This design comes from an exercise in tuning for small area, a short achievable clock period and few clock cycles on the open sky130 flow, not from production work.
Only simulation tests tie the RTL to the original design; equivalence was not proved.
Power and IR drop assume default switching activity.

File: design/flow/config.mk
export PLATFORM = sky130hd
export DESIGN_NAME = rhathen_lane
export DESIGN_NICKNAME = rhathen_lane
export VERILOG_FILES = /design/flow/design.v
export SDC_FILE = /design/flow/constraint.sdc
export NUM_CORES = 4
export LEC_CHECK = 0
export CAP_MARGIN = 20
export CORE_MARGIN = 2
export CORE_UTILIZATION = 40
export PLACE_DENSITY = 0.55
export SLEW_MARGIN = 20
File: design/flow/constraint.sdc
create_clock -name core_clock -period 17.0 [get_ports {clk}]
set_input_delay 3.4000 -clock core_clock [delete_from_list [all_inputs] [get_ports {clk}]]
set_output_delay 3.4000 -clock core_clock [all_outputs]
set_load 0.01 [all_outputs]
File: design/flow/design.v
module rhathen_lane (
    input  wire        clk,
    input  wire        rst,
    input  wire        in_valid,
    output wire        in_ready,
    input  wire [31:0] in_instr,
    output reg         done,
    output reg         run_ovf,
    output reg         run_psn,
    output reg         as_valid,
    output reg  [9:0]  as_num,
    input  wire        hp_we,
    input  wire        hp_wspace,       
    input  wire [3:0]  hp_waddr,
    input  wire [31:0] hp_wdata,
    input  wire        hp_wpsn,
    input  wire        hp_rspace,
    input  wire [3:0]  hp_raddr,
    output wire [31:0] hp_rdata,
    output wire        hp_rpsn
);
    localparam MN     = 4;           
    localparam MSTEPS = 32 / MN;
    wire [5:0]  op   = in_instr[31:26];
    wire [1:0]  md   = in_instr[25:24];
    wire [23:0] opnd = in_instr[23:0];
    wire g_ctl   = (op[5:3] == 3'b000);           
    wire i_end   = g_ctl & ~op[2] & (op[1:0] == 2'b11);
    wire i_asrt  = g_ctl & op[2];
    wire i_blog  = (op[5:3] == 3'b001);           
    wire g_10    = (op[5:3] == 3'b010);           
    wire i_edge  = g_10 & (op[2:1] == 2'b00);     
    wire i_bpush = g_10 & (op[2:0] == 3'b010);
    wire i_bpop  = g_10 & ((op[2:0] == 3'b011) | (op[2:0] == 3'b100));
    wire i_zon   = g_10 & (op[2:0] == 3'b101);
    wire i_zoff  = g_10 & (op[2:0] == 3'b110);
    wire i_bst   = (op[5:2] == 4'b0110);          
    wire i_stw   = (op[5:2] == 4'b0111);          
    wire g_w     = (op[5:4] == 2'b10);            
    wire i_ld    = g_w & (op[3:1] == 3'b000);     
    wire i_ldwh  = g_w & (op[3:0] == 4'h2);
    wire i_add   = g_w & (op[3:0] == 4'h4);
    wire i_sub   = g_w & (op[3:0] == 4'h5);
    wire i_mul   = g_w & (op[3:0] == 4'h6);
    wire i_min   = g_w & (op[3:0] == 4'h7);
    wire i_max   = g_w & (op[3:0] == 4'h8);
    wire i_andw  = g_w & (op[3:0] == 4'h9);
    wire i_orw   = g_w & (op[3:0] == 4'hA);
    wire i_xorw  = g_w & (op[3:0] == 4'hB);
    wire i_shl   = g_w & (op[3:0] == 4'hC);
    wire i_shr   = g_w & (op[3:0] == 4'hD);
    wire i_asr   = g_w & (op[3:0] == 4'hE);
    wire i_lim   = g_w & (op[3:0] == 4'hF);
    wire i_cmp   = (op[5:4] == 2'b11);            
    wire uns  = md[1];
    wire kimm = md[0];        
    reg  [3:0] stp;           
    reg  [3:0] lim_a1;        
    reg        lim2;          
    wire busy     = (stp != 4'd0);
    wire mul_last = (stp == MSTEPS);
    wire uses_wa = g_w | i_stw | i_cmp | i_end;
    wire act  = in_valid & ~(busy & uses_wa);     
    assign in_ready = ~(busy & uses_wa) & ~(i_lim & ~lim2);
    wire fire = in_valid & in_ready;
    reg [31:0] bimg   [0:15];
    reg [15:0] bimg_p;
    reg [31:0] wimg   [0:15];
    reg [15:0] wimg_p;
    wire [3:0] b_ra = in_valid ? opnd[8:5] : hp_raddr;
    wire [3:0] w_ra = in_valid ? (lim2 ? lim_a1 : opnd[3:0]) : hp_raddr;
    wire [31:0] b_rd  = bimg[b_ra];
    wire        b_rdp = bimg_p[b_ra];
    wire [31:0] w_rd  = wimg[w_ra];
    wire        w_rdp = wimg_p[w_ra];
    assign hp_rdata = hp_rspace ? w_rd  : b_rd;
    assign hp_rpsn  = hp_rspace ? w_rdp : b_rdp;
    reg        ba, bap;
    reg [31:0] wa;
    reg        wap;
    reg        ze, zep;
    reg        st_ovf, st_psn;
    reg [15:0] bstk, bstk_p;      
    reg [7:0]  zstk, zstk_p;
    reg [32:0] acc;               
    reg [32:0] mb;                
    reg        mchk, muns;        
    wire xb = b_rd[opnd[4:0]];
    wire x  = kimm ? opnd[0] : xb;
    wire xp = ~kimm & b_rdp;
    reg blog_r;
    always @(*) begin
        case (op[2:0])
            3'b000:  blog_r = x;
            3'b001:  blog_r = ~x;
            3'b010:  blog_r = ba & x;
            3'b011:  blog_r = ba & ~x;
            3'b100:  blog_r = ba | x;
            3'b101:  blog_r = ba | ~x;
            default: blog_r = ba ^ x;
        endcase
    end
    wire baze = ba & ze;
    reg  bitval;              
    always @(*) begin
        if (i_edge) bitval = ze ? ba : xb;
        else case (op[1:0])
            2'b00:   bitval = baze;
            2'b01:   bitval = ~ba & ze;
            2'b10:   bitval = baze | xb;
            default: bitval = xb & ~baze;
        endcase
    end
    wire bit_psn = bap | zep | (i_edge & b_rdp);
    reg [31:0] v;
    always @(*) begin
        if (~kimm)
            v = w_rd;
        else if (i_lim) begin
            if (lim2) v = {{20{~uns & opnd[23]}}, opnd[23:12]};
            else      v = {{20{~uns & opnd[11]}}, opnd[11:0]};
        end else
            v = {{8{~uns & opnd[23]}}, opnd};
    end
    wire vp = ~kimm & w_rdp;
    wire        do_add = i_add;
    wire [32:0] ax = {~uns & wa[31], wa};
    wire [32:0] bx = {~uns & v[31], v};
    wire [32:0] bxi = do_add ? bx : ~bx;
    wire [33:0] as_full = {ax[32], ax} + {bxi[32], bxi} + {33'd0, ~do_add};
    wire [31:0] as_r = as_full[31:0];
    wire as_ovf = uns ? (as_full[32] != 1'b0) : (as_full[32] != as_full[31]);
    wire lt     = as_full[33];                  
    wire [31:0] xw = wa ^ v;
    wire eq     = ~|xw;
    wire [4:0]  sh_n   = kimm ? opnd[4:0] : w_rd[4:0];
    wire        sh_big = ~kimm & (|w_rd[31:5]);
    wire        sh_p   = vp;
    wire        sh_fill = i_asr & wa[31];
    wire [4:0]  rot_n = i_shl ? (5'd0 - sh_n) : sh_n;
    wire [31:0] rt0 = rot_n[0] ? {wa[0],     wa[31:1]}   : wa;
    wire [31:0] rt1 = rot_n[1] ? {rt0[1:0],  rt0[31:2]}  : rt0;
    wire [31:0] rt2 = rot_n[2] ? {rt1[3:0],  rt1[31:4]}  : rt1;
    wire [31:0] rt3 = rot_n[3] ? {rt2[7:0],  rt2[31:8]}  : rt2;
    wire [31:0] rot = rot_n[4] ? {rt3[15:0], rt3[31:16]} : rt3;
    wire [31:0] keep_r = 32'hFFFF_FFFF >> sh_n;
    reg  [31:0] keep_l;
    integer k;
    always @(*) for (k = 0; k < 32; k = k + 1) keep_l[k] = keep_r[31-k];
    wire [31:0] keep = i_shl ? keep_l : keep_r;
    wire [31:0] sh_r = sh_big ? {32{sh_fill}} : (rot & keep);
    wire shl_ovf = sh_big ? (|wa) : (|(rot & ~keep_l));
    wire [MN:0]  mchunk = {mul_last & ~muns & wa[MN-1], wa[MN-1:0]};
    wire [33+MN:0] mpp  = $signed(mb) * $signed(mchunk);
    wire [32:0]  macc   = (stp == 4'd1) ? 33'd0 : acc;
    wire [33+MN:0] msum = {{(MN+1){macc[32]}}, macc} + mpp;
    wire mck_ovf = muns ? (acc != 33'd0) : (acc != {33{wa[31]}});
    wire take_v = (i_max | (i_lim & ~lim2)) ? lt : ~lt;
    reg [31:0] wa_n;
    always @(*) begin
        wa_n = wa;
        if (i_ld)
            wa_n = v;
        else if (i_ldwh)
            wa_n = {opnd[15:0], wa[15:0]};
        else if (i_add | i_sub)
            wa_n = as_r;
        else if (i_min | i_max | i_lim)
            wa_n = take_v ? v : wa;
        else if (i_andw)
            wa_n = wa & v;
        else if (i_orw)
            wa_n = wa | v;
        else if (i_xorw)
            wa_n = xw;
        else if (i_shl | i_shr | i_asr)
            wa_n = sh_r;
    end
    reg cmp_r;
    always @(*) begin
        case (op[2:0])
            3'b000:  cmp_r = eq;
            3'b001:  cmp_r = ~eq;
            3'b010:  cmp_r = lt;
            3'b011:  cmp_r = lt | eq;
            3'b100:  cmp_r = ~(lt | eq);
            default: cmp_r = ~lt;
        endcase
    end
    wire bst_any = fire & (i_bst | i_edge);
    wire stw_any = fire & i_stw;
    wire [31:0] bwd;
    genvar gi;
    generate
        for (gi = 0; gi < 32; gi = gi + 1) begin : g_bwd
            assign bwd[gi] = hp_we ? hp_wdata[gi]
                           : ((opnd[4:0] == gi) ? bitval : b_rd[gi]);
        end
    endgenerate
    wire        bwp = hp_we ? hp_wpsn : (b_rdp | bit_psn);
    wire [31:0] wwd = hp_we ? hp_wdata : wa;
    wire        wwp = hp_we ? hp_wpsn : ((wap | zep) | (~ze & w_rdp));
    generate
        for (gi = 0; gi < 16; gi = gi + 1) begin : g_img
            wire hb = hp_we & ~hp_wspace & (hp_waddr == gi);
            wire hw = hp_we &  hp_wspace & (hp_waddr == gi);
            wire ib = bst_any & (opnd[8:5] == gi);
            wire iw = stw_any & (opnd[3:0] == gi);
            always @(posedge clk) begin
                if (hb | ib) begin
                    bimg[gi]   <= bwd;
                    bimg_p[gi] <= bwp;
                end
                if (hw | (iw & ze))
                    wimg[gi] <= wwd;
                if (hw | iw)
                    wimg_p[gi] <= wwp;
            end
        end
    endgenerate
    wire rd_psn = ((i_blog & ~kimm) | i_edge) & b_rdp
                | ((i_ld | (g_w & ~i_ldwh) | i_cmp) & ~kimm & w_rdp);
    always @(posedge clk) begin
        if (fire & i_bpush) begin
            bstk   <= {bstk[14:0], ba};
            bstk_p <= {bstk_p[14:0], bap};
        end else if (fire & i_bpop) begin
            bstk   <= {1'b0, bstk[15:1]};
            bstk_p <= {1'b0, bstk_p[15:1]};
        end
        if (fire & i_zon) begin
            zstk   <= {zstk[6:0], ze};
            zstk_p <= {zstk_p[6:0], zep};
        end else if (fire & i_zoff) begin
            zstk   <= {1'b0, zstk[7:1]};
            zstk_p <= {1'b0, zstk_p[7:1]};
        end
        if (fire & i_mul) begin
            mb   <= bx;
            muns <= uns;
        end
        if (busy)
            acc <= msum[MN+32:MN];
        if (act & i_lim & ~lim2)
            lim_a1 <= opnd[3:0] + 4'd1;
    end
    always @(posedge clk) begin
        done     <= 1'b0;
        as_valid <= 1'b0;
        mchk     <= 1'b0;
        if (rst) begin
            ba <= 1'b0; bap <= 1'b0;
            wa <= 32'd0; wap <= 1'b0;
            ze <= 1'b1; zep <= 1'b0;
            st_ovf <= 1'b0; st_psn <= 1'b0;
            run_ovf <= 1'b0; run_psn <= 1'b0;
            as_num <= 10'd0;
            stp <= 4'd0;
            lim2 <= 1'b0;
        end else begin
            if (mchk & mck_ovf) st_ovf <= 1'b1;
            if (act) begin
                lim2 <= i_lim & ~lim2;
                if (~i_cmp) wa <= wa_n;
                if (rd_psn) st_psn <= 1'b1;
                if (g_w & ~i_ld & ~i_ldwh) wap <= wap | vp;
                else if (i_ld)             wap <= vp;
            end
            if (busy) begin
                wa <= {msum[MN-1:0], wa[31:MN]};
                if (mul_last) begin
                    stp  <= 4'd0;
                    mchk <= 1'b1;
                end else
                    stp <= stp + 4'd1;
            end
            if (in_valid) begin
                if (fire) begin
                    if (i_mul) stp <= 4'd1;
                    if ((i_add | i_sub) & as_ovf) st_ovf <= 1'b1;
                    if (i_shl & shl_ovf) st_ovf <= 1'b1;
                    if (i_blog) begin
                        ba  <= blog_r;
                        bap <= (op[2:1] == 2'b00) ? xp : (bap | xp);
                    end
                    if (i_edge) begin
                        ba  <= op[0] ? (~ba & xb) : (ba & ~xb);
                        bap <= bap | b_rdp;
                    end
                    if (i_bpop) begin
                        ba  <= op[0] ? (bstk[0] | ba) : (bstk[0] & ba);
                        bap <= bap | bstk_p[0];
                    end
                    if (i_cmp) begin
                        ba  <= cmp_r;
                        bap <= wap | vp;
                    end
                    if (i_zon) begin
                        ze  <= ze & (md[0] ? ~ba : ba);
                        zep <= zep | bap;
                    end
                    if (i_zoff) begin
                        ze  <= zstk[0];
                        zep <= zstk_p[0];
                    end
                    if (i_asrt & (zep | (ze & (~ba | bap)))) begin
                        as_valid <= 1'b1;
                        as_num   <= opnd[9:0];
                    end
                    if (i_end) begin
                        done    <= 1'b1;
                        run_ovf <= st_ovf | (mchk & mck_ovf);
                        run_psn <= st_psn;
                        ba <= 1'b0; bap <= 1'b0;
                        wa <= 32'd0; wap <= 1'b0;
                        ze <= 1'b1; zep <= 1'b0;
                        st_ovf <= 1'b0; st_psn <= 1'b0;
                    end
                end
            end
        end
    end
endmodule
File: design/flow/flow/run.sh
#!/bin/bash
set -o pipefail
bash standard.sh SETUP_SLACK_MARGIN=8.5 \
    "BUFFER_PORTS_ARGS=-buffer_cell sky130_fd_sc_hd__buf_4" \
    finish > standard.log 2>&1
File: design/flow/standard.sh
#!/bin/bash
# synth_recipe.tcl (not shown) runs the flow's synth.tcl, then flattens the netlist and writes it again
# the make line also repeats each setting of config.mk as NAME=value (left out here)
make -C /OpenROAD-flow-scripts/flow DESIGN_CONFIG=/design/flow/config.mk WORK_HOME=/design/flow/orfs CLKGATE_MAP_FILE= SYNTH_SCRIPT=/design/flow/synth_recipe.tcl "${@:-finish}"
==> results of run 1 <==
-- logic make-up after synthesis --
logic type | count (synthesis) | synth area share (%)
compound gates | 1570 | 16.6
xor+xnor | 105 | 1.48
fa+ha+maj | 313 | 7.58
buf+inv | 561 | 3.57
flops | 1234 | 56.3
mux | 330 | 5.76
simple gates | 1248 | 8.74
-- final timing paths --
| kind | end | from | depth (start not counted) |
|---|---|---|---|
| setup / recovery | hp_rdata[11] | in_instr[3] | 14 |
| hold / removal | run_psn | run_psn | 2 |
| setup reg to reg | acc[32] | wa[3] | 28 |
| hold reg to reg | run_psn | run_psn | 2 |
-- worst max-delay path, cell delays in order --
cell and delay (ns):
buf_16 0.13, mux2i_4 0.22, a21o_4 0.24, buf_6 0.13
buf_12 0.15, buf_6 0.12, nor3_2 0.03, buf_4 0.17
a32o_2 0.25, a221oi_2 0.21, and3_4 0.24, o21ai_4 0.10
mux2_4 0.37, buf_6 0.14
-- repair_timing --
action	4_1_cts	5_1_grt
pin swaps	206	192
setup endpoints to repair	101	69
gates cloned	53	13
setup buffers	267	109
gates resized for setup	661	245
-- registers in the layout (all words and copies together) (netlist names), 4 cells and up --
signal	count
acc	33
as_num	10
bimg	512
bimg_p	16
bstk	16
bstk_p	16
lim_a1	4
mb	33
stp	4
wa	32
wimg	512
wimg_p	16
zstk	8
zstk_p	8
-- area by class of cell --
| type | count | area, µm² |
|---|---|---|
| antenna | 10 | 25.0 |
| fill | 13725 | 77500 |
| inverter | 212 | 810 |
| multi-input combinational | 3573 | 29900 |
| clock inverter | 76 | 1040 |
| sequential | 1234 | 36500 |
| clock buffer | 170 | 3550 |
| timing repair buffer | 789 | 8820 |
| tap | 2160 | 2700 |
-- where the power goes --
part	total, µW	internal (µW)	switching (µW)
clock	3070	1710	1360
sequential	3660	3560	104
combinational	3720	1440	2280
-- metal layers --
metal  up-vias  track usage [%]  share of wire (%)  wire length [µm]
li1      21847                -                  -                 -
met1     27160             44.9                 37            110000
met2      4292             49.2                 41            122000
met3      1030             14.1                 15             43000
met4        41             17.9                6.5             19300
met5         -            0.803               0.19               566
-- per-stage QoR --
stage	hold WS, ns	cell area, µm²	setup slack (ns)	total power [µW]	utilization (%)
4_1_cts	0.463	81000	7.78	10200	50.4
5_1_grt	0.501	83300	7.67	10800	51.8
2_1_floorplan	0.432	65600	8.21	5610	-
6_report	0.461	83300	7.67	10500	51.8
3_3_place_gp	0.451	69800	5.20	6670	43.4
3_5_place_dp	0.454	69800	5.17	6690	43.4
-- cell usage after synthesis, drive strengths merged, types with 23 or more instances --
library cell     n  area [µm²]
a211oi          60         450
a21o            47         353
a21oi          334        1690
a221oi          90         801
a22o            75         657
a22oi          251        1880
a31oi           40         272
and2            26         163
buf            100         577
clkbuf         249         935
dfxtp           59        1180
edfxtp        1175       35300
fa             133        2660
ha             179        2240
inv            211         795
mux2            94        1060
mux2i          213        2160
mux4            23         518
nand2          499        1880
nand2b          59         369
nand3          116         581
nand4           65         407
nor2           294        1120
nor3            82         440
nor4            35         219
o211ai          40         300
o21a            30         225
o21ai          283        1420
o22a            38         333
o22ai           62         388
o31ai           45         352
xnor2           88         801
==> flow_summary.json, run 1 <==
{
  "outcome": "complete, but fails checks",
  "failed_checks": "capacitance limit, slew limit",
  "maxCapViolCount": 1,
  "insertion_delay_ns": 0.83,
  "core-area_um2": 161000,
  "grt-ovfl-total": 0,
  "required_ns": 13.60,
  "drt_iter0_markers": 8400,
  "p_leak_uw": 0.0299,
  "nets": 6337,
  "seq_area_frac_synth_pct": 56.3,
  "pin_count": 127,
  "wl_um": 296000,
  "syn-num-nets": 5752,
  "crit_path_end_kind": "output pin",
  "drive_above_1_share_pct": 27.5,
  "fp.dieW_um": 406,
  "vias_per_cell": 6.61,
  "clk_root_buffer_cell": "clkbuf_16",
  "setup_violations": 0,
  "postSynth.asyncResetShare_pct": 0,
  "period_needed_ns": 9.33,
  "syn_avg_cell_area_um2": 12.1,
  "dr.pass1.iters": 8,
  "grt_antenna_before_repair": 23,
  "hold_class": "register to register",
  "setup_tns_ns": 0,
  "synth_edf_count": 1175,
  "vias": 54370,
  "ys_seq_elements": 1234,
  "rsz0062_at_grt": "true",
  "worstMarginPinSlew_ns": 1.55,
  "cts_buffer_depth": 3,
  "synth_cell_types": 94,
  "skew_ns": 0.0978,
  "stdcell_count": 8224,
  "post_drt_wl_per_cell_um": 35.9,
  "hold_viol": 0,
  "areaGrowthSynthToFinish_pct": 28.6,
  "r2r_slack_ns": 9.03,
  "worst-setup-path-type": "input pin to output pin",
  "cts.sinks": 1234,
  "cts_htree_levels": 4,
  "layout_commonest_cell": "edfxtp_1",
  "powerDensity_nw_per_um2": 126,
  "path_max_fanout": 7,
  "hpwl_um": 173000,
  "syn-cell-area_um2": 64800,
  "max_freq_mhz": 107,
  "final_max_slew_viol_count": 3,
  "synth_flop_cell": "edfxtp_1",
  "fin_crit_sh_pct": 54.9,
  "critPathLaunchType": "input pin",
  "cts_tree": "done",
  "die_h_um": 406,
  "first_global_vias": 50582,
  "fp.dieArea_um2": 165000,
  "rows": 147,
  "layout_common_cells": "edfxtp_1 (1175), buf_4 (509), nand2_1 (460)",
  "cp.arrival_ns": 5.93,
  "vdd_ir_drop_max_v": 0.000107,
  "start_util_pct": 40.3,
  "drcViolationCount": 0,
  "place_inst": 7523,
  "io_buffers": 126,
  "cts_inserted_buffers": 136,
  "clkTransAtPathRegs_ns": 0.06,
  "grt_pass1_wl_um": 399000,
  "slew_headroom_pct": -4.40,
  "place_congestion": 1.01,
  "synthCells": 5361,
  "grt_max_degree": 72,
  "track_usage_pct": 34.5,
  "cts_hold_buf": 0,
  "antenna_left": 0,
  "yosys_warnings": 3
}
Testbench counts, summed over its fixed seeds: cycles 21,313.
==> run 2, diff against run 1 <==
--- a/design/flow/config.mk
+++ b/design/flow/config.mk
@@ -8,5 +8,7 @@
 export CAP_MARGIN = 20
 export CORE_MARGIN = 2
 export CORE_UTILIZATION = 40
+export CTS_CLUSTER_DIAMETER = 60
+export CTS_CLUSTER_SIZE = 20
 export PLACE_DENSITY = 0.55
 export SLEW_MARGIN = 20
==> run 2 against run 1 <==
- the run now finishes clean
- first-iteration DRC count is 5.2% lower
- sequential share of layout area is 1.2 points higher
- synthesized area stayed put
- maximum frequency is 0.18% higher
- die area stayed put
- utilization is 1.4 points lower
- via count is 2.0% lower
- register-to-register slack worse by 0.06 ns
- critical endpoint unchanged
==> flow_summary.json, run 2 <==
{
  "vdd_ir_drop_max_v": 0.0000926,
  "synth_flop_cell": "edfxtp_1",
  "synth_top_cell_by_area": "edfxtp_1",
  "cts.sinks": 1234,
  "wl_um": 288000,
  "synthCells": 5361,
  "hold_class": "register to register",
  "critPathLaunchType": "input pin",
  "vias_per_cell": 6.58,
  "dpl_cell_area_um2": 69800,
  "yosys_warnings": 3,
  "utilization_pct": 50.5,
  "fillCellCount": 13999,
  "drt_iter0_markers": 7962,
  "grt_max_degree": 72,
  "io_buffers": 126,
  "final_max_slew_viol_count": 0,
  "drive_above_1_share_pct": 26.3,
  "cts_buffer_depth": 3,
  "hpwl_um": 173000,
  "outcome": "timing/DRC/antenna clean",
  "syn-num-nets": 5752,
  "period_needed_ns": 9.31,
  "synth_area_leaders": "edfxtp_1 (54%), fa_1 (4.1%), ha_1 (3.5%)",
  "cts_inserted_buffers": 108,
  "vias": 53305,
  "start_util_pct": 40.3,
  "nets": 6246,
  "grt-ovfl-total": 0,
  "cp_slowest_cell": "mux2_4",
  "cp.arrival_ns": 5.91,
  "yosys-top-cells-count": "edfxtp_1 (1175), nand2_1 (497), a21oi_1 (330), nor2_1 (289), o21ai_0 (262)",
  "max_freq_mhz": 107,
  "place_congestion": 1.01,
  "insertion_delay_ns": 0.80,
  "synth_cell_types": 94,
  "powerDensity_nw_per_um2": 121,
  "grt_pass1_wl_um": 389000,
  "layout_commonest_cell": "edfxtp_1",
  "fp.dieArea_um2": 165000,
  "seq_area_frac_synth_pct": 56.3,
  "fp.dieW_um": 406,
  "track_usage_pct": 33.6,
  "clk_root_buffer_cell": "clkbuf_16",
  "pre_cts_ws_ns": 5.17,
  "reg_top3": "bimg (512), wimg (512)",
  "r2r_slack_ns": 8.97,
  "skew_ns": 0.0908,
  "crit_family": "compound AO/OA/AOI/OAI gates",
  "drcViolationCount": 0,
  "first_global_vias": 49316,
  "cts_tree": "done",
  "synth_edf_count": 1175,
  "syn-cell-area_um2": 64800,
  "rows": 147,
  "critPathMaxStageDelay_ns": 0.39,
  "hold_viol": 0,
  "slew_headroom_pct": 17.7,
  "layout_common_cells": "edfxtp_1 (1175), buf_4 (516), nand2_1 (475)",
  "cp_cell_sequence": "buf_16 > mux2i_4 > a21o_4 > buf_12 > buf_16 > buf_4 > mux2_4 > a221oi_2 > a21oi_1 > o221ai_2 > o21ai_4 > mux2_4 > buf_6",
  "postLayoutCellArea_um2": 81100,
  "required_ns": 13.60,
  "grt_antenna_before_repair": 20,
  "worstMarginPinSlew_ns": 1.23,
  "crit_path_end_kind": "output pin",
  "maxCapViolCount": 0,
  "core-area_um2": 161000,
  "fin_crit_sh_pct": 54.8,
  "pin_count": 127,
  "areaGrowthSynthToFinish_pct": 25.2,
  "setup_tns_ns": 0,
  "rsz0062_at_grt": "true",
  "path_max_fanout": 5,
  "ys_seq_elements": 1234,
  "postSynth.asyncResetShare_pct": 0,
  "antenna_left": 0,
  "p_leak_uw": 0.0289,
  "yosysMostFrequentCell": "edfxtp_1",
  "die_h_um": 406,
  "syn_avg_cell_area_um2": 12.1,
  "synth_top_cell_area_share_pct": 54.5,
  "setup_violations": 0,
  "crit_buf_inv": 5,
  "dr.pass1.iters": 9,
  "multi_input_area_um2": 29700,
  "setup_slack_ns": 7.69,
  "post_drt_wl_per_cell_um": 35.6,
  "clkTransAtPathRegs_ns": 0.07,
  "cts_htree_levels": 3,
  "seq_area_um2": 36500,
  "worst-setup-path-type": "input pin to output pin"
}
-- run 2: changes by cell type in the layout (fill, tap and decap cells not counted), moves of 11 or more --
cell,delta
clkinv_8,+15
nand2_2,-14
buf_6,-35
buf_16,-14
o21ai_1,-18
o21ai_0,+22
clkinv_2,-13
nor2_1,+20
nand2_1,+15
clkbuf_16,-31
clkbuf_1,-30
clkinv_1,-20
nor2_4,-11
-- run 2: layout make-up --
class	count	share of cell area (%)
sequential	1234	45.0
multi-input combinational	3573	36.7
timing repair buffer	726	9.44
clock buffer	113	3.41
tap	2160	3.33
clock inverter	72	1.17
inverter	212	0.998
antenna	5	0.0154
-- run 2: worst min-delay path: stages, from the launching register on --
cell and delay (ns):
dfxtp_1 0.31, nand2_1 0.05, a21oi_1 0.05
-- run 2: cell families after synthesis --
kind of cell,Yosys count,share of synthesized area [%]
buffers and inverters,561,3.57
adders and majority gates,313,7.58
xor gates and xnor gates,105,1.48
AOI/OAI and AO/OA,1570,16.6
muxes,330,5.76
and+or+nand+nor,1248,8.74
DFF,1234,56.3
-- run 2: path summary, 6_finish.rpt --
check / start / end / depth (start not counted)
max: in_instr[3] / hp_rdata[11] / 13
min: run_psn / run_psn / 2
max reg2reg: wa[3] / acc[32] / 28
min reg2reg: run_psn / run_psn / 2
-- run 2: metal layers --
metal	up-vias	routed length (µm)	global-route usage [%]
met5	-	491	0.922
met4	30	17700	16.5
met3	930	40200	12.3
met2	4024	120000	48.3
met1	26681	110000	44.5
li1	21640	-	-
-- run 2: through the flow --
stage	instances	total power (µW)	hold WS (ns)
global placement	7523	6670	0.451
finish	8095	9810	0.461
CTS	7945	9550	0.465
global route	8091	10100	0.516
detailed placement	7523	6690	0.454
floorplan	5361	5610	0.432
-- run 2: what timing repair did --
action | 4_1_cts | 5_1_grt
pin swaps | 117 | 136
gates cloned | 38 | 11
hold buffers | 0 | 0
buffers inserted | 199 | 131
setup endpoints to repair | 101 | 69
resized for setup | 500 | 261
-- run 2: power breakdown --
group	internal [µW]	leakage (µW)	total [µW]	switching (µW)
clock network	1300	0.00177	2620	1320
logic	1320	0.0159	3520	2210
registers	3560	0.0112	3660	105
==> run 3, diff against run 2 <==
--- a/design/flow/design.v
+++ b/design/flow/design.v
@@ -239,8 +239,7 @@
             mb   <= bx;
             muns <= uns;
         end
-        if (busy)
-            acc <= msum[MN+32:MN];
+        acc <= msum[MN+32:MN];
         if (act & i_lim & ~lim2)
             lim_a1 <= opnd[3:0] + 4'd1;
     end
==> run 3 against run 2 <==
- sequential power rose by 1%
- sequential share of layout area fell by 0.72 points
- non-clock buffer count rose by 10
- via count rose by 1.4%
- clock skew rose by 0.016 ns
- synthesized area barely moved
- largest power group is now combinational cells
- global-route usage rose by 0.43 points
- cell count rose by 0.98%
- design area rose by 0.69%
- synthesized cell count rose by 1.0%
- sequential cell count did not move
- worst hold slack got worse by 0.0098 ns
==> flow_summary.json, run 3 <==
{
  "outcome": "timing/DRC/antenna clean",
  "crit_path_end_kind": "output pin",
  "setup_violations": 0,
  "yosys_warnings": 3,
  "synth_top_cell_by_area": "edfxtp_1",
  "fin_crit_sh_pct": 55.9,
  "post_drt_wl_per_cell_um": 35.8,
  "core-area_um2": 161000,
  "power_uw": 10800,
  "cp.arrival_ns": 6.11,
  "fp.dieW_um": 407,
  "layout_commonest_cell": "edfxtp_1",
  "rows": 147,
  "drive_above_1_share_pct": 26.4,
  "synthCells": 5415,
  "clkTransAtPathRegs_ns": 0.05,
  "vias": 54074,
  "drt_iter0_markers": 8647,
  "worstMarginPinSlew_ns": 1.29,
  "grt_antenna_before_repair": 19,
  "yosysMostFrequentCell": "edfxtp_1",
  "syn-cell-area_um2": 64800,
  "path_max_fanout": 5,
  "r2r_slack_ns": 9.39,
  "antenna_left": 0,
  "fp.dieArea_um2": 165000,
  "cts_buffer_depth": 3,
  "synth_flop_cell": "edfxtp_1",
  "hold_viol": 0,
  "hold_class": "register to register",
  "pre_cts_ws_ns": 4.96,
  "areaGrowthSynthToFinish_pct": 26.0,
  "required_ns": 13.60,
  "rsz0062_at_grt": "true",
  "postSynth.asyncResetShare_pct": 0,
  "drcViolationCount": 0,
  "min-delay-start": "run_psn",
  "die_h_um": 407,
  "p_leak_uw": 0.0292,
  "layout_common_cells": "edfxtp_1 (1142), buf_4 (495), nand2_1 (475)",
  "slew_headroom_pct": 13.8,
  "cts_inserted_buffers": 107,
  "final_max_slew_viol_count": 0,
  "ys_seq_elements": 1234,
  "r2r-start": "lim2",
  "dr.pass1.iters": 8,
  "cts.sinks": 1234,
  "syn-num-nets": 5806,
  "hpwl_um": 178000,
  "syn_avg_cell_area_um2": 12.0,
  "period_needed_ns": 9.51,
  "synth_edf_count": 1142,
  "nets": 6319,
  "max_freq_mhz": 105,
  "seq_area_frac_synth_pct": 55.7,
  "startpoint": "in_instr[1]",
  "skew_ns": 0.107,
  "critPathLaunchType": "input pin",
  "grt-ovfl-total": 0,
  "synth_cell_types": 107,
  "setup_slack_ns": 7.49,
  "grt_pass1_wl_um": 395000,
  "worst-setup-path-type": "input pin to output pin",
  "yosys-top-cells-count": "edfxtp_1 (1142), nand2_1 (505), a21oi_1 (311), nor2_1 (279), o21ai_0 (263)",
  "place_congestion": 1.02,
  "wl_um": 292000,
  "powerDensity_nw_per_um2": 132,
  "vias_per_cell": 6.62,
  "maxCapViolCount": 0,
  "first_global_vias": 49944,
  "cts_htree_levels": 3,
  "track_usage_pct": 34.0,
  "clk_root_buffer_cell": "clkbuf_16",
  "io_buffers": 126,
  "cts_tree": "done",
  "vdd_ir_drop_max_v": 0.000133,
  "synth_top_cell_area_share_pct": 52.9,
  "start_util_pct": 40.3,
  "synth_area_leaders": "edfxtp_1 (53%), fa_1 (4.1%), ha_1 (3.5%)",
  "reg_top3": "bimg (512), wimg (512)",
  "setup_tns_ns": 0,
  "insertion_delay_ns": 0.82,
  "grt_max_degree": 69,
  "pin_count": 127
}
[run 3: cell count changes after synthesis, sizes merged, moves of 20 or more]
| cell | delta |
|---|---|
| a22oi | -73 |
| xor2 | +23 |
| a211oi | -32 |
| nand3 | +108 |
| dfxtp | +33 |
| o22ai | +24 |
| xnor2 | -21 |
| mux2 | +20 |
| a221oi | -41 |
| clkbuf | -26 |
| o31ai | -33 |
| edfxtp | -33 |
[run 3: layout make-up]
cell class / instances / area [µm²]
fill: 13886 / 79100
sequential: 1234 / 36100
multi-input combinational: 3624 / 30100
timing repair buffer: 736 / 8140
tap: 2160 / 2700
clock buffer: 112 / 2700
clock inverter: 77 / 966
inverter: 225 / 866
antenna: 6 / 15.0
[run 3: what timing repair did]
item / in CTS / in global routing
resized for setup: 534 / 329
pin swaps: 107 / 188
cloned: 43 / 15
endpoints found under the setup margin: 580 / 68
hold buffers: 0 / 0
buffers inserted: 205 / 129
[run 3: final timing paths]
check	end	cells past startpoint
worst max register to register	st_ovf	31
worst min register to register	run_psn	2
worst max-delay path	hp_rdata[2]	11
worst min-delay path	run_psn	2
[run 3: power breakdown]
part | internal (µW) | total, µW | switching [µW] | leakage (µW)
Sequential | 3540 | 3710 | 176 | 0.0111
Clock | 1320 | 2620 | 1290 | 0.00176
Combinational | 1770 | 4460 | 2690 | 0.0163
[run 3: cell families (layout without fill, tap and decap cells)]
family	count (synthesis)	count (layout)	synth area share, %
buffers and inverters	563	1150	3.63
and+or+nand+nor	1386	1387	9.90
DFF	1234	1234	55.7
muxes	361	361	6.27
adders and majority gates	313	313	7.58
AOI/OAI and AO/OA	1450	1455	15.3
xor gates and xnor gates	108	108	1.57
other	0	6	0
[run 3: layer usage]
| metal | routed length (µm) | share of wire (%) | global-route usage (%) |
|---|---|---|---|
| met5 | 342 | 0.12 | 0.446 |
| met4 | 19900 | 6.8 | 17.3 |
| met1 | 107000 | 37 | 44.2 |
| met3 | 43800 | 15 | 13.1 |
| met2 | 121000 | 42 | 49.2 |
[run 3: through the flow]
step	area [µm²]	cells	util (%)	hold WS, ns
2_1_floorplan	65400	5415	-	0.444
3_3_place_gp	69700	7584	43.4	0.450
3_5_place_dp	69800	7587	43.4	0.449
4_1_cts	78800	8024	49.0	0.455
5_1_grt	81600	8168	50.8	0.488
6_report	81700	8174	50.8	0.452
[run 3: critical path: stages]
cell       delay [ns]
buf_16           0.13
mux2i_4          0.23
a21o_4           0.36
buf_12           0.20
mux2i_4          0.27
o32ai_4          0.13
a2111oi_4        0.33
or3b_4           0.44
and3_4           0.22
a21o_1           0.22
buf_6            0.15
Testbench counts of run 3, summed over its fixed seeds: cycles 21,313.
==> run 4, diff against run 3 <==
==> design/flow/flow/run.sh (replaced) <==
#!/bin/bash
set -o pipefail
bash standard.sh SETUP_SLACK_MARGIN=7 \
    "BUFFER_PORTS_ARGS=-buffer_cell sky130_fd_sc_hd__buf_4" \
    finish > standard.log 2>&1
--- a/design/flow/config.mk
+++ b/design/flow/config.mk
@@ -8,7 +8,5 @@
 export CAP_MARGIN = 20
 export CORE_MARGIN = 2
 export CORE_UTILIZATION = 40
-export CTS_CLUSTER_DIAMETER = 60
-export CTS_CLUSTER_SIZE = 20
 export PLACE_DENSITY = 0.55
 export SLEW_MARGIN = 20
==> run 4 against run 3 <==
- non-clock buffer count decreased by 342
- still clean on timing, DRC and antenna
- maximum frequency decreased by 5.8%
- largest cell class unchanged
- clock skew decreased by 0.073 ns
- critical path type unchanged
- synthesized area unchanged
- critical path depth increased by 1
- total power decreased by 2.0%
- via count decreased by 5.3%
- utilization decreased by 4.1 points
- register-to-register slack got worse by 0.59 ns
- wire length decreased by 5.8%
==> flow_summary.json, run 4 <==
{
  "outcome": "timing/DRC/antenna clean",
  "vias": 51209,
  "rsz0062_at_grt": "true",
  "path_depth": 12,
  "place_inst": 7594,
  "cpMostUsedCell": "buf_4",
  "maxCapViolCount": 0,
  "layout_commonest_cell": "edfxtp_1",
  "r2r_slack_ns": 8.80,
  "hpwl_um": 180000,
  "power_uw": 10600,
  "worstMarginPinSlew_ns": 1.23,
  "grt_antenna_before_repair": 31,
  "synth_edf_count": 1142,
  "slew_headroom_pct": 18.2,
  "skew_ns": 0.0337,
  "grt_pass1_wl_um": 380000,
  "powerDensity_nw_per_um2": 141,
  "ys_seq_elements": 1234,
  "fp.dieW_um": 407,
  "hold_viol": 0,
  "p_leak_uw": 0.0266,
  "cts.sinks": 1234,
  "fp.dieArea_um2": 165000,
  "drcViolationCount": 0,
  "vdd_ir_drop_max_v": 0.000114,
  "first_global_vias": 48359,
  "place_congestion": 1.02,
  "hold_class": "register to register",
  "grt_max_degree": 67,
  "critPathMaxStageDelay_ns": 0.62,
  "max_freq_mhz": 99.1,
  "stdcell_count": 7899,
  "crit_buf_inv": 5,
  "crit_path_end_kind": "output pin",
  "synth_flop_cell": "edfxtp_1",
  "syn-num-nets": 5806,
  "cts_tree": "done",
  "grt-ovfl-total": 0,
  "seq_area_frac_synth_pct": 55.7,
  "path_max_fanout": 19,
  "synth_area_leaders": "edfxtp_1 (53%), fa_1 (4.1%), ha_1 (3.5%)",
  "critPathLaunchType": "input pin",
  "final_max_slew_viol_count": 0,
  "period_needed_ns": 10.09,
  "io_buffers": 126,
  "cp_cell_sequence": "buf_4 > mux2i_1 > buf_4 > a21o_4 > buf_16 > nor2_2 > a32oi_1 > o22ai_2 > nor3_1 > buf_4 > o31ai_2 > buf_4",
  "layout_common_cells": "edfxtp_1 (1142), nand2_1 (501), buf_4 (355)",
  "endpoint": "hp_rdata[0]",
  "drt_iter0_markers": 8154,
  "vias_per_cell": 6.48,
  "antenna_left": 0,
  "dpl_cell_area_um2": 69600,
  "synth_top_cell_area_share_pct": 52.9,
  "insertion_delay_ns": 0.80,
  "cp.arrival_ns": 6.69,
  "pre_cts_ws_ns": 4.68,
  "nets": 6007,
  "fin_crit_sh_pct": 59.3,
  "syn_avg_cell_area_um2": 12.0,
  "yosys-top-cells-count": "edfxtp_1 (1142), nand2_1 (505), a21oi_1 (311), nor2_1 (279), o21ai_0 (263)",
  "reg_top3": "bimg (512), wimg (512)",
  "core-area_um2": 161000,
  "dr.pass1.iters": 7,
  "r2r_cells": 28,
  "post_drt_wl_per_cell_um": 34.9,
  "setup_tns_ns": 0,
  "startpoint": "in_instr[1]",
  "setup_violations": 0,
  "yosysMostFrequentCell": "edfxtp_1",
  "clkTransAtPathRegs_ns": 0.05,
  "crit_family": "compound AO/OA/AOI/OAI gates",
  "required_ns": 13.60,
  "r2r_end": "st_ovf",
  "start_util_pct": 40.3,
  "synthCells": 5415,
  "synth_cell_types": 107,
  "cp_slowest_cell": "o31ai_2",
  "cts_htree_levels": 4,
  "fillCellCount": 14599,
  "cts_inserted_buffers": 140,
  "die_h_um": 407,
  "r2r-start": "lim2",
  "postSynth.asyncResetShare_pct": 0,
  "worst-setup-path-type": "input pin to output pin",
  "setup_slack_ns": 6.91,
  "cts_buffer_depth": 3,
  "rows": 147,
  "clk_root_buffer_cell": "clkbuf_16",
  "syn-cell-area_um2": 64800,
  "drive_above_1_share_pct": 16.0,
  "pin_count": 127,
  "yosys_warnings": 3,
  "track_usage_pct": 32.7,
  "postLayoutCellArea_um2": 75100,
  "areaGrowthSynthToFinish_pct": 15.9,
  "wl_um": 276000,
  "synth_top_cell_by_area": "edfxtp_1"
}
==> run 4: cell counts after synthesis <==
Identical to the previous run, type by type.
==> run 4: cell families after synthesis <==
family                   share of synthesized area (%)
AO/OA/AOI/OAI                                     15.3
XOR/XNOR                                          1.57
flip-flops                                        55.7
AND/OR/NAND/NOR                                   9.90
buffers and inverters                             3.63
multiplexers                                      6.27
adder cells (fa/ha/maj)                           7.58
==> run 4: stage by stage <==
step	utilization [%]	hold WS (ns)
3_3_place_gp	43.3	0.446
2_1_floorplan	-	0.444
5_1_grt	46.7	0.495
3_5_place_dp	43.3	0.454
4_1_cts	46.6	0.462
6_report	46.7	0.458
==> run 4: final cells by class <==
type	count	area, µm²	share of cell area [%]
multi-input cells	3621	27500	36.6
repair buffers	394	3470	4.62
well taps	2160	2700	3.60
diodes	13	32.5	0.0433
inverters	225	850	1.13
clock inverters	67	649	0.864
clock buffers	185	3810	5.07
flip-flops and latches	1234	36100	48.1
==> run 4: report_power, final <==
group          leakage, µW  internal (µW)  switching, µW
logic               0.0133           1410           2480
registers           0.0111           3540            161
clock network      0.00216           1710           1280
total               0.0266           6660           3920
==> run 4: worst min-delay path, cell delays in order, from the launching register on <==
cell and delay (ns):
dfxtp_1 0.31, nand2_1 0.05, a21oi_1 0.05
==> run 4: worst min path at each step <==
stage	cells past startpoint	endpoint	startpoint	slack (ns)
6_report	2	run_psn	run_psn	0.46
5_1_grt	2	run_psn	run_psn	0.49
4_1_cts	2	run_psn	run_psn	0.46
3_5_place_dp	2	run_psn	run_psn	0.45
3_3_place_gp	2	run_psn	run_psn	0.45
2_1_floorplan	2	run_psn	st_psn	0.44
==> run 4: timing repair <==
item	in CTS	in global routing
setup endpoints to repair	67	46
hold buffers	0	0
buffers inserted	19	7
pin swaps	15	10
cloned	12	2
resized for setup	83	35
==> run 4: per-layer routing <==
layer	track usage [%]	routed length (µm)
met3	11.2	35600
met2	48.4	118000
met1	43.0	107000
met5	0	285
met4	15.5	14900
==> run 5, diff against run 4 <==
--- a/design/flow/config.mk
+++ b/design/flow/config.mk
@@ -8,5 +8,7 @@
 export CAP_MARGIN = 20
 export CORE_MARGIN = 2
 export CORE_UTILIZATION = 40
+export CTS_CLUSTER_DIAMETER = 60
+export CTS_CLUSTER_SIZE = 20
 export PLACE_DENSITY = 0.55
 export SLEW_MARGIN = 20
==> run 5 against run 4 <==
- non-clock buffer count is 6 higher
- critical path depth unchanged
- maximum frequency shrank 0.13%
- clock skew is 0.034 ns higher
- design area down 0.90%
- cell count down 0.67%
- total power down 3.5%
- largest cell class unchanged
==> flow_summary.json, run 5 <==
{
  "drcViolationCount": 0,
  "vdd_ir_drop_max_v": 0.000147,
  "grt-ovfl-total": 0,
  "pin_count": 127,
  "nets": 5980,
  "path_max_fanout": 19,
  "insertion_delay_ns": 0.80,
  "wl_um": 275000,
  "postSynth.asyncResetShare_pct": 0,
  "layout_common_cells": "edfxtp_1 (1142), nand2_1 (500), buf_4 (360)",
  "yosys-top-cells-count": "edfxtp_1 (1142), nand2_1 (505), a21oi_1 (311), nor2_1 (279), o21ai_0 (263)",
  "cts_buffer_depth": 3,
  "rows": 147,
  "fillCellCount": 14688,
  "synthCells": 5415,
  "whs_ns": 0.464,
  "cts_inserted_buffers": 107,
  "vias": 51049,
  "areaGrowthSynthToFinish_pct": 14.9,
  "die_h_um": 407,
  "vias_per_cell": 6.51,
  "synth_area_leaders": "edfxtp_1 (53%), fa_1 (4.1%), ha_1 (3.5%)",
  "synth_cell_types": 107,
  "powerDensity_nw_per_um2": 137,
  "grt_antenna_before_repair": 29,
  "reg_top3": "bimg (512), wimg (512)",
  "syn-cell-area_um2": 64800,
  "required_ns": 13.60,
  "syn_avg_cell_area_um2": 12.0,
  "p_leak_uw": 0.0262,
  "seq_area_frac_synth_pct": 55.7,
  "hold_viol": 0,
  "cts_htree_levels": 3,
  "clkTransAtPathRegs_ns": 0.07,
  "cts_tree": "done",
  "layout_commonest_cell": "edfxtp_1",
  "io_buffers": 126,
  "syn-num-nets": 5806,
  "cp.arrival_ns": 6.70,
  "synth_top_cell_area_share_pct": 52.9,
  "period_needed_ns": 10.10,
  "start_util_pct": 40.3,
  "slew_headroom_pct": 19.4,
  "drt_iter0_markers": 7623,
  "yosys_warnings": 3,
  "fp.dieArea_um2": 165000,
  "hold_class": "register to register",
  "antenna_left": 0,
  "place_congestion": 1.02,
  "fp.dieW_um": 407,
  "final_max_slew_viol_count": 0,
  "ys_seq_elements": 1234,
  "synth_flop_cell": "edfxtp_1",
  "core-area_um2": 161000,
  "grt_max_degree": 67,
  "clk_root_buffer_cell": "clkbuf_16",
  "post_drt_wl_per_cell_um": 35.0,
  "yosysMostFrequentCell": "edfxtp_1",
  "critPathLaunchType": "input pin",
  "worst-setup-path-type": "input pin to output pin",
  "outcome": "timing/DRC/antenna clean",
  "synth_top_cell_by_area": "edfxtp_1",
  "synth_edf_count": 1142,
  "hpwl_um": 180000,
  "skew_ns": 0.0676,
  "first_global_vias": 48010,
  "cts.sinks": 1234,
  "track_usage_pct": 32.6,
  "worstMarginPinSlew_ns": 1.21,
  "max_freq_mhz": 99.0,
  "fin_crit_sh_pct": 59.4,
  "dr.pass1.iters": 10,
  "crit_path_end_kind": "output pin",
  "drive_above_1_share_pct": 16.2,
  "setup_violations": 0,
  "maxCapViolCount": 0,
  "rsz0062_at_grt": "true",
  "grt_pass1_wl_um": 378000,
  "setup_tns_ns": 0
}
run 5: layout make-up:
cell class / instances / area, µm² / area share [%]
sequential: 1234 / 36100 / 48.5
multi-input combinational: 3621 / 27500 / 37.0
timing repair buffer: 400 / 3530 / 4.73
clock buffer: 123 / 2770 / 3.72
tap: 2160 / 2700 / 3.63
clock inverter: 72 / 923 / 1.24
inverter: 225 / 850 / 1.14
antenna: 11 / 27.5 / 0.0370
run 5: critical path, stage by stage:
cell	delay (ns)
buf_4	0.19
mux2i_1	0.16
buf_4	0.24
a21o_4	0.28
buf_16	0.22
nor3_2	0.12
buf_4	0.20
a22o_1	0.25
a222oi_1	0.67
a21oi_2	0.30
mux2_4	0.43
buf_4	0.17
run 5: through the flow:
| step | utilization, % | power, µW | worst slack [ns] | cells | area, µm² |
|---|---|---|---|---|---|
| after detailed placement | 43.3 | 7470 | 4.68 | 7594 | 69600 |
| after global placement | 43.3 | 7450 | 4.77 | 7591 | 69500 |
| after global routing | 46.3 | 10700 | 6.89 | 7837 | 74400 |
| final | 46.3 | 10200 | 6.90 | 7846 | 74500 |
| after CTS | 46.1 | 10100 | 7.00 | 7821 | 74100 |
| after floorplan | - | 6170 | 7.28 | 5415 | 64800 |
run 5: logic make-up after synthesis:
logic type | Yosys count | share of synthesized area (%)
compound gates | 1450 | 15.3
simple gates | 1386 | 9.90
flops | 1234 | 55.7
buf+inv | 563 | 3.63
mux | 361 | 6.27
fa+ha+maj | 313 | 7.58
xor+xnor | 108 | 1.57
run 5: timing repair:
item,4_1_cts,5_1_grt
cloned,13,1
buffers inserted,19,12
endpoints found under the setup margin,67,29
resized for setup,84,41
pin swaps,16,12
hold buffers,0,0
hold endpoints to repair,0,0
run 5: worst paths after layout:
kind               start           to  slack (ns)  cells past startpoint
max          in_instr[1]  hp_rdata[5]        6.90                     12
min              run_psn      run_psn        0.46                      2
max reg2reg         lim2       st_ovf        8.77                     25
min reg2reg      run_psn      run_psn        0.46                      2
run 5: power by group:
part           internal (µW)  switching, µW
combinational           1410           2480
sequential              3540            160
clock                   1330           1280
run 5: per-layer routing:
metal  GRT usage [%]  up-vias  wire length, µm
li1                -    21099                -
met1            42.9    25706           106000
met2            48.6     3472           119000
met3            10.9      740            35100
met4            14.6       32            14600
met5               0        -              234
==> run 6, diff against run 5 <==
==> design/flow/flow/run.sh (replaced) <==
#!/bin/bash
set -o pipefail
bash standard.sh SETUP_SLACK_MARGIN=7.5 \
    "BUFFER_PORTS_ARGS=-buffer_cell sky130_fd_sc_hd__buf_4" \
    finish > standard.log 2>&1
==> run 6 against run 5 <==
- sequential power is essentially flat
- via count grew 2.3%
- maximum frequency grew 5.6%
- non-clock buffer count grew 107
- critical path type unchanged
- critical endpoint unchanged
- highest routed layer unchanged
==> flow_summary.json, run 6 <==
{
  "outcome": "timing/DRC/antenna clean",
  "max_freq_mhz": 105,
  "syn-num-nets": 5806,
  "maxCapViolCount": 0,
  "cts_htree_levels": 3,
  "required_ns": 13.60,
  "cts_tree": "done",
  "crit_family": "compound AO/OA/AOI/OAI gates",
  "synth_top_cell_area_share_pct": 52.9,
  "synth_area_leaders": "edfxtp_1 (53%), fa_1 (4.1%), ha_1 (3.5%)",
  "cpMostUsedCell": "mux2_4",
  "crit_buf_inv": 5,
  "ys_seq_elements": 1234,
  "postSynth.asyncResetShare_pct": 0,
  "synth_flop_cell": "edfxtp_1",
  "synth_cell_types": 107,
  "reg_top3": "bimg (512), wimg (512)",
  "cp_slowest_cell": "a222oi_1",
  "crit_path_end_kind": "output pin",
  "clk_root_buffer_cell": "clkbuf_16",
  "track_usage_pct": 32.8,
  "path_max_fanout": 6,
  "cts_hold_buf": 0,
  "seq_area_frac_synth_pct": 55.7,
  "yosys-top-cells-count": "edfxtp_1 (1142), nand2_1 (505), a21oi_1 (311), nor2_1 (279), o21ai_0 (263)",
  "die_h_um": 407,
  "areaGrowthSynthToFinish_pct": 18.5,
  "drt_iter0_markers": 8426,
  "period_needed_ns": 9.57,
  "cts_buffer_depth": 3,
  "fp.dieArea_um2": 165000,
  "place_congestion": 1.01,
  "grt-ovfl-total": 0,
  "vias_per_cell": 6.57,
  "drcViolationCount": 0,
  "yosys_warnings": 3,
  "cp_cell_sequence": "buf_16 > mux2_4 > o21ai_4 > buf_12 > buf_16 > mux2_4 > a22o_1 > a222oi_1 > a21oi_1 > buf_4 > mux2_4 > buf_6",
  "yosysMostFrequentCell": "edfxtp_1",
  "layout_common_cells": "edfxtp_1 (1142), nand2_1 (492), buf_4 (404)",
  "whs_ns": 0.491,
  "antenna_left": 0,
  "syn_avg_cell_area_um2": 12.0,
  "grt_antenna_before_repair": 35,
  "p_leak_uw": 0.0272,
  "cp.arrival_ns": 6.17,
  "skew_ns": 0.0723,
  "grt_max_degree": 68,
  "fp.dieW_um": 407,
  "grt_use_met1_pct": 44.5,
  "io_buffers": 126,
  "powerDensity_nw_per_um2": 134,
  "setup_violations": 0,
  "wl_um": 278000,
  "first_global_vias": 48465,
  "busiest_layer": "met2",
  "vdd_ir_drop_max_v": 0.0000933,
  "hold_class": "register to register",
  "hold_viol": 0,
  "synth_top_cell_by_area": "edfxtp_1",
  "critPathMaxStageDelay_ns": 0.46,
  "syn-cell-area_um2": 64800,
  "use_met3_pct": 11.9,
  "pin_count": 127,
  "core-area_um2": 161000,
  "rows": 147,
  "insertion_delay_ns": 0.80,
  "layout_commonest_cell": "edfxtp_1",
  "worstMarginPinSlew_ns": 1.19,
  "fin_crit_sh_pct": 56.3,
  "hpwl_um": 179000,
  "cts_inserted_buffers": 105,
  "setup_slack_ns": 7.43,
  "post_drt_wl_per_cell_um": 35.0,
  "cts.sinks": 1234,
  "clkTransAtPathRegs_ns": 0.07,
  "dr.pass1.iters": 7,
  "start_util_pct": 40.3,
  "synth_edf_count": 1142,
  "synthCells": 5415,
  "setup_tns_ns": 0,
  "met2_usage_pct": 46.8,
  "critPathLaunchType": "input pin",
  "vias": 52222,
  "grt_pass1_wl_um": 381000,
  "nets": 6086,
  "drive_above_1_share_pct": 19.5,
  "final_max_slew_viol_count": 0,
  "fillCellCount": 14414,
  "worst-setup-path-type": "input pin to output pin",
  "pre_cts_ws_ns": 4.43,
  "rsz0062_at_grt": "true",
  "slew_headroom_pct": 20.3
}
==> run 6: cell counts after synthesis <==
Identical to the previous run, type by type.
==> run 6: per-stage QoR <==
| stage | cells | power (µW) | cell area, µm² | utilization (%) |
|---|---|---|---|---|
| 2_1_floorplan | 5415 | 6170 | 64900 | - |
| 3_3_place_gp | 7582 | 7420 | 69400 | 43.2 |
| 3_5_place_dp | 7583 | 7450 | 69500 | 43.2 |
| 4_1_cts | 7868 | 10100 | 75600 | 47.0 |
| 5_1_grt | 7944 | 10700 | 76800 | 47.8 |
| 6_report | 7953 | 10300 | 76900 | 47.8 |
==> run 6: cell type report <==
type | instances | area, µm² | share of cell area, %
antenna | 11 | 27.5 | 0.0358
inverter | 225 | 850 | 1.11
clock inverter | 73 | 920 | 1.20
timing repair buffer | 507 | 5150 | 6.70
clock buffer | 121 | 2700 | 3.51
tap | 2160 | 2700 | 3.52
sequential | 1234 | 36100 | 47.0
multi-input combinational | 3622 | 28400 | 36.9
==> run 6: logic make-up after synthesis <==
group / Yosys count / share of synthesized area, %
compound gates: 1450 / 15.3
simple gates: 1386 / 9.90
flops: 1234 / 55.7
buf+inv: 563 / 3.63
mux: 361 / 6.27
fa+ha+maj: 313 / 7.58
xor+xnor: 108 / 1.57
==> run 6: routing by layer <==
layer / vias up / wire length [µm]
met4: 42 / 15500
met5: - / 283
met3: 822 / 39700
met2: 4016 / 115000
met1: 26009 / 108000
li1: 21333 / -
==> run 6: worst min-delay path: stages, from the launching register on <==
cell and delay (ns):
dfxtp_1 0.33, a21oi_1 0.06, nor2_1 0.07
==> run 6: power breakdown <==
part	internal, µW	switching, µW	total [µW]
combinational	1500	2510	4010
sequential	3540	181	3720
clock	1250	1310	2560
total	6290	4000	10300
==> run 6: final timing paths <==
kind | startpoint | end | slack, ns | cells past startpoint
min | run_ovf | run_ovf | 0.49 | 2
max | in_instr[3] | hp_rdata[5] | 7.43 | 12
min reg2reg | run_ovf | run_ovf | 0.49 | 2
max reg2reg | lim2 | st_ovf | 9.16 | 24
==> run 6: repair_timing <==
item / 4_1_cts / 5_1_grt
buffers inserted: 66 / 69
resized for setup: 278 / 97
setup endpoints to repair: 67 / 57
gates cloned: 25 / 5
pin swaps: 42 / 43
hold endpoints to repair: 0 / 0
==> run 7, diff against run 6 <==
==> design/flow/flow/run.sh (replaced) <==
#!/bin/bash
set -o pipefail
bash standard.sh SETUP_SLACK_MARGIN=8 \
    "BUFFER_PORTS_ARGS=-buffer_cell sky130_fd_sc_hd__buf_4" \
    finish > standard.log 2>&1
--- a/design/flow/config.mk
+++ b/design/flow/config.mk
@@ -7,8 +7,8 @@
 export LEC_CHECK = 0
 export CAP_MARGIN = 20
 export CORE_MARGIN = 2
-export CORE_UTILIZATION = 40
-export CTS_CLUSTER_DIAMETER = 60
-export CTS_CLUSTER_SIZE = 20
-export PLACE_DENSITY = 0.55
+export CORE_UTILIZATION = 43
+export CTS_CLUSTER_DIAMETER = 70
+export CTS_CLUSTER_SIZE = 24
+export PLACE_DENSITY = 0.58
 export SLEW_MARGIN = 20
==> run 7 against run 6 <==
- worst setup slack lost 0.048 ns
- highest routed layer unchanged
- largest cell class unchanged
- global-route usage grew 3.5 points
- combinational power grew 8.7%
- cell count grew 0.91%
- still clean
- largest power group unchanged
- synthesized area is the same
- die area shrank 6.9%
- design area grew 5.3%
==> flow_summary.json, run 7 <==
{
  "outcome": "timing/DRC/antenna clean",
  "cts_hold_buf": 0,
  "synth_cell_types": 107,
  "insertion_delay_ns": 0.80,
  "yosys-top-cells-count": "edfxtp_1 (1142), nand2_1 (505), a21oi_1 (311), nor2_1 (279), o21ai_0 (263)",
  "hpwl_um": 178000,
  "rows": 142,
  "synth_top_cell_area_share_pct": 52.9,
  "vias": 54252,
  "skew_ns": 0.0863,
  "clk_root_buffer_cell": "clkbuf_16",
  "grt_pass1_wl_um": 392000,
  "dr.pass1.iters": 12,
  "cp.arrival_ns": 6.22,
  "grt_max_degree": 58,
  "fp.dieArea_um2": 154000,
  "nets": 6316,
  "vias_per_cell": 6.76,
  "seq_area_frac_synth_pct": 55.7,
  "p_leak_uw": 0.0290,
  "postSynth.asyncResetShare_pct": 0,
  "syn-num-nets": 5806,
  "powerDensity_nw_per_um2": 129,
  "vdd_ir_drop_max_v": 0.0000961,
  "worst-setup-path-type": "input pin to output pin",
  "syn_avg_cell_area_um2": 12.0,
  "power_uw": 10400,
  "grt_antenna_before_repair": 28,
  "synthCells": 5415,
  "layout_commonest_cell": "edfxtp_1",
  "maxCapViolCount": 0,
  "path_max_fanout": 16,
  "fillCellCount": 12456,
  "stdcell_count": 8025,
  "cts.sinks": 1234,
  "cts_htree_levels": 3,
  "first_global_vias": 49999,
  "synth_flop_cell": "edfxtp_1",
  "layout_common_cells": "edfxtp_1 (1142), buf_4 (516), nand2_1 (479)",
  "cts_inserted_buffers": 89,
  "crit_path_end_kind": "output pin",
  "final_max_slew_viol_count": 0,
  "io_buffers": 126,
  "period_needed_ns": 9.62,
  "slew_headroom_pct": 16.0,
  "setup_violations": 0,
  "comb_power_share_pct": 41.8,
  "antenna_left": 0,
  "max_freq_mhz": 104,
  "ys_seq_elements": 1234,
  "place_congestion": 0.992,
  "setup_tns_ns": 0,
  "clkTransAtPathRegs_ns": 0.08,
  "place_inst": 7446,
  "wl_um": 288000,
  "yosysMostFrequentCell": "edfxtp_1",
  "fin_crit_sh_pct": 56.6,
  "power_frac_clock_pct": 22.8,
  "yosys_warnings": 3,
  "hold_class": "register to register",
  "track_usage_pct": 36.3,
  "synth_edf_count": 1142,
  "grt-ovfl-total": 0,
  "cts_buffer_depth": 3,
  "p_sw_share_pct": 39.5,
  "syn-cell-area_um2": 64800,
  "fp.dieW_um": 392,
  "areaGrowthSynthToFinish_pct": 24.8,
  "pin_count": 127,
  "p_sw_uw": 4120,
  "synth_top_cell_by_area": "edfxtp_1",
  "post_drt_wl_per_cell_um": 35.9,
  "drt_iter0_markers": 8395,
  "die_h_um": 392,
  "rsz0062_at_grt": "true",
  "reg_top3": "bimg (512), wimg (512)",
  "start_util_pct": 43.3,
  "critPathLaunchType": "input pin",
  "synth_area_leaders": "edfxtp_1 (53%), fa_1 (4.1%), ha_1 (3.5%)",
  "worstMarginPinSlew_ns": 1.26,
  "drive_above_1_share_pct": 25.7,
  "cts_tree": "done",
  "intPower_uw": 6320,
  "seqPwrFrac_pct": 35.5,
  "core-area_um2": 150000,
  "whs_ns": 0.464,
  "required_ns": 13.60,
  "hold_viol": 0,
  "drcViolationCount": 0
}
## run 7: cell types whose count changed in the layout (fill, tap and decap cells not counted), sizes merged, moves of 2 or more
cell,before,now
clkinvlp,11,7
bufinv,2,4
clkbuf,126,103
buf,487,723
clkinv,32,29
inv,253,251
diode,11,15
bufbuf,15,19
## run 7: worst max-delay path: stages
cell	delay, ns
buf_12	0.12
mux2i_4	0.24
buf_6	0.17
buf_4	0.21
a21o_2	0.48
nand3_1	0.15
a21oi_1	0.30
a2111oi_1	0.12
a21oi_1	0.49
mux2_2	0.37
buf_4	0.15
## run 7: final cells by class
| cell class | count | area (µm²) | area share, % |
|---|---|---|---|
| Sequential cell | 1234 | 36100 | 44.7 |
| Multi-Input combinational cell | 3624 | 29900 | 37.0 |
| Timing Repair Buffer | 751 | 8240 | 10.2 |
| Tap cell | 2016 | 2520 | 3.12 |
| Clock buffer | 94 | 2250 | 2.78 |
| Clock inverter | 66 | 950 | 1.17 |
| Inverter | 225 | 858 | 1.06 |
| Antenna cell | 15 | 37.5 | 0.0464 |
## run 7: stage by stage
step                worst slack (ns)  utilization (%)  cell area (µm²)
floorplan                       7.88                -            65100
detailed placement              4.95             46.3            69400
global placement                4.99             46.3            69400
CTS                             7.54             52.1            78100
global route                    7.41             54.0            80900
finish                          7.38             54.0            80900
## run 7: routing by layer
layer	up-vias	GRT usage (%)	wire length, µm
li1	21796	-	-
met1	26987	47.4	108000
met2	4368	51.1	118000
met3	1063	15.5	43900
met4	38	18.3	19000
met5	-	0	268
## run 7: path summary, 6_finish.rpt
| path | startpoint | cells after the start | slack [ns] | to |
|---|---|---|---|---|
| worst max-delay path | in_instr[1] | 11 | 7.38 | hp_rdata[11] |
| worst min-delay path | run_psn | 2 | 0.46 | run_psn |
| worst max register to register | wa[3] | 28 | 9.10 | acc[32] |
| worst min register to register | run_psn | 2 | 0.46 | run_psn |
## run 7: power groups by stage
stage	Sequential (µW)	Combinational [µW]	Clock, µW
after floorplan	3680	2500	0
after global placement	3760	3690	0
after detailed placement	3760	3720	0
after CTS	3690	4030	2380
after global routing	3710	4660	2490
final	3700	4360	2370
## run 7: repair_timing
action | CTS | global route
pin swaps | 125 | 141
resized for setup | 527 | 313
gates cloned | 49 | 10
buffers inserted | 221 | 124
endpoints found under the setup margin | 579 | 67
## run 7: logic make-up after synthesis
family	synth area share, %
adder cells (fa/ha/maj)	7.58
AO/OA/AOI/OAI	15.3
flip-flops	55.7
XOR/XNOR	1.57
buffers and inverters	3.63
multiplexers	6.27
AND/OR/NAND/NOR	9.90

==> re-timing with driven ports <==
How much do the figures lean on ideal ports? The routed layouts below were timed once more, with nothing changed but the port constraints. Step 1, drivers: a clkbuf_16 drives clk and a buf_2 each remaining input, both assumed. Step 2 adds t to the input delays and takes it off the output delays; t is the mean of the earliest and latest rising clock arrival at the registers after step 1. Input paths then give back, and output paths get back, about the clock's delay inside the block. a / b / c = ideal ports / drivers / drivers and shift; a / b = the first two.
| run | t, ns | setup WS [ns] | slew at the worst register clock pin (ns) | cell pins on the clock port's net |
|---|---|---|---|---|
| run 1 | 0.868 | 7.669 / 7.355 / 6.905 | 0.07 / 0.07 | 1 |
| run 2 | 0.842 | 7.686 / 7.363 / 7.063 | 0.09 / 0.09 | 1 |
| run 3 | 0.850 | 7.492 / 7.212 / 6.779 | 0.09 / 0.09 | 1 |
| run 4 | 0.866 | 6.912 / 6.664 / 5.973 | 0.07 / 0.07 | 1 |
| run 5 | 0.846 | 6.898 / 6.777 / 6.048 | 0.09 / 0.09 | 1 |
| run 6 | 0.849 | 7.433 / 7.185 / 6.495 | 0.09 / 0.09 | 1 |
| run 7 | 0.832 | 7.384 / 7.057 / 6.651 | 0.10 / 0.10 | 1 |
The setup slack of run 4, which loses most, moves by -0.248 ns with the drivers and by -0.939 ns with both steps.
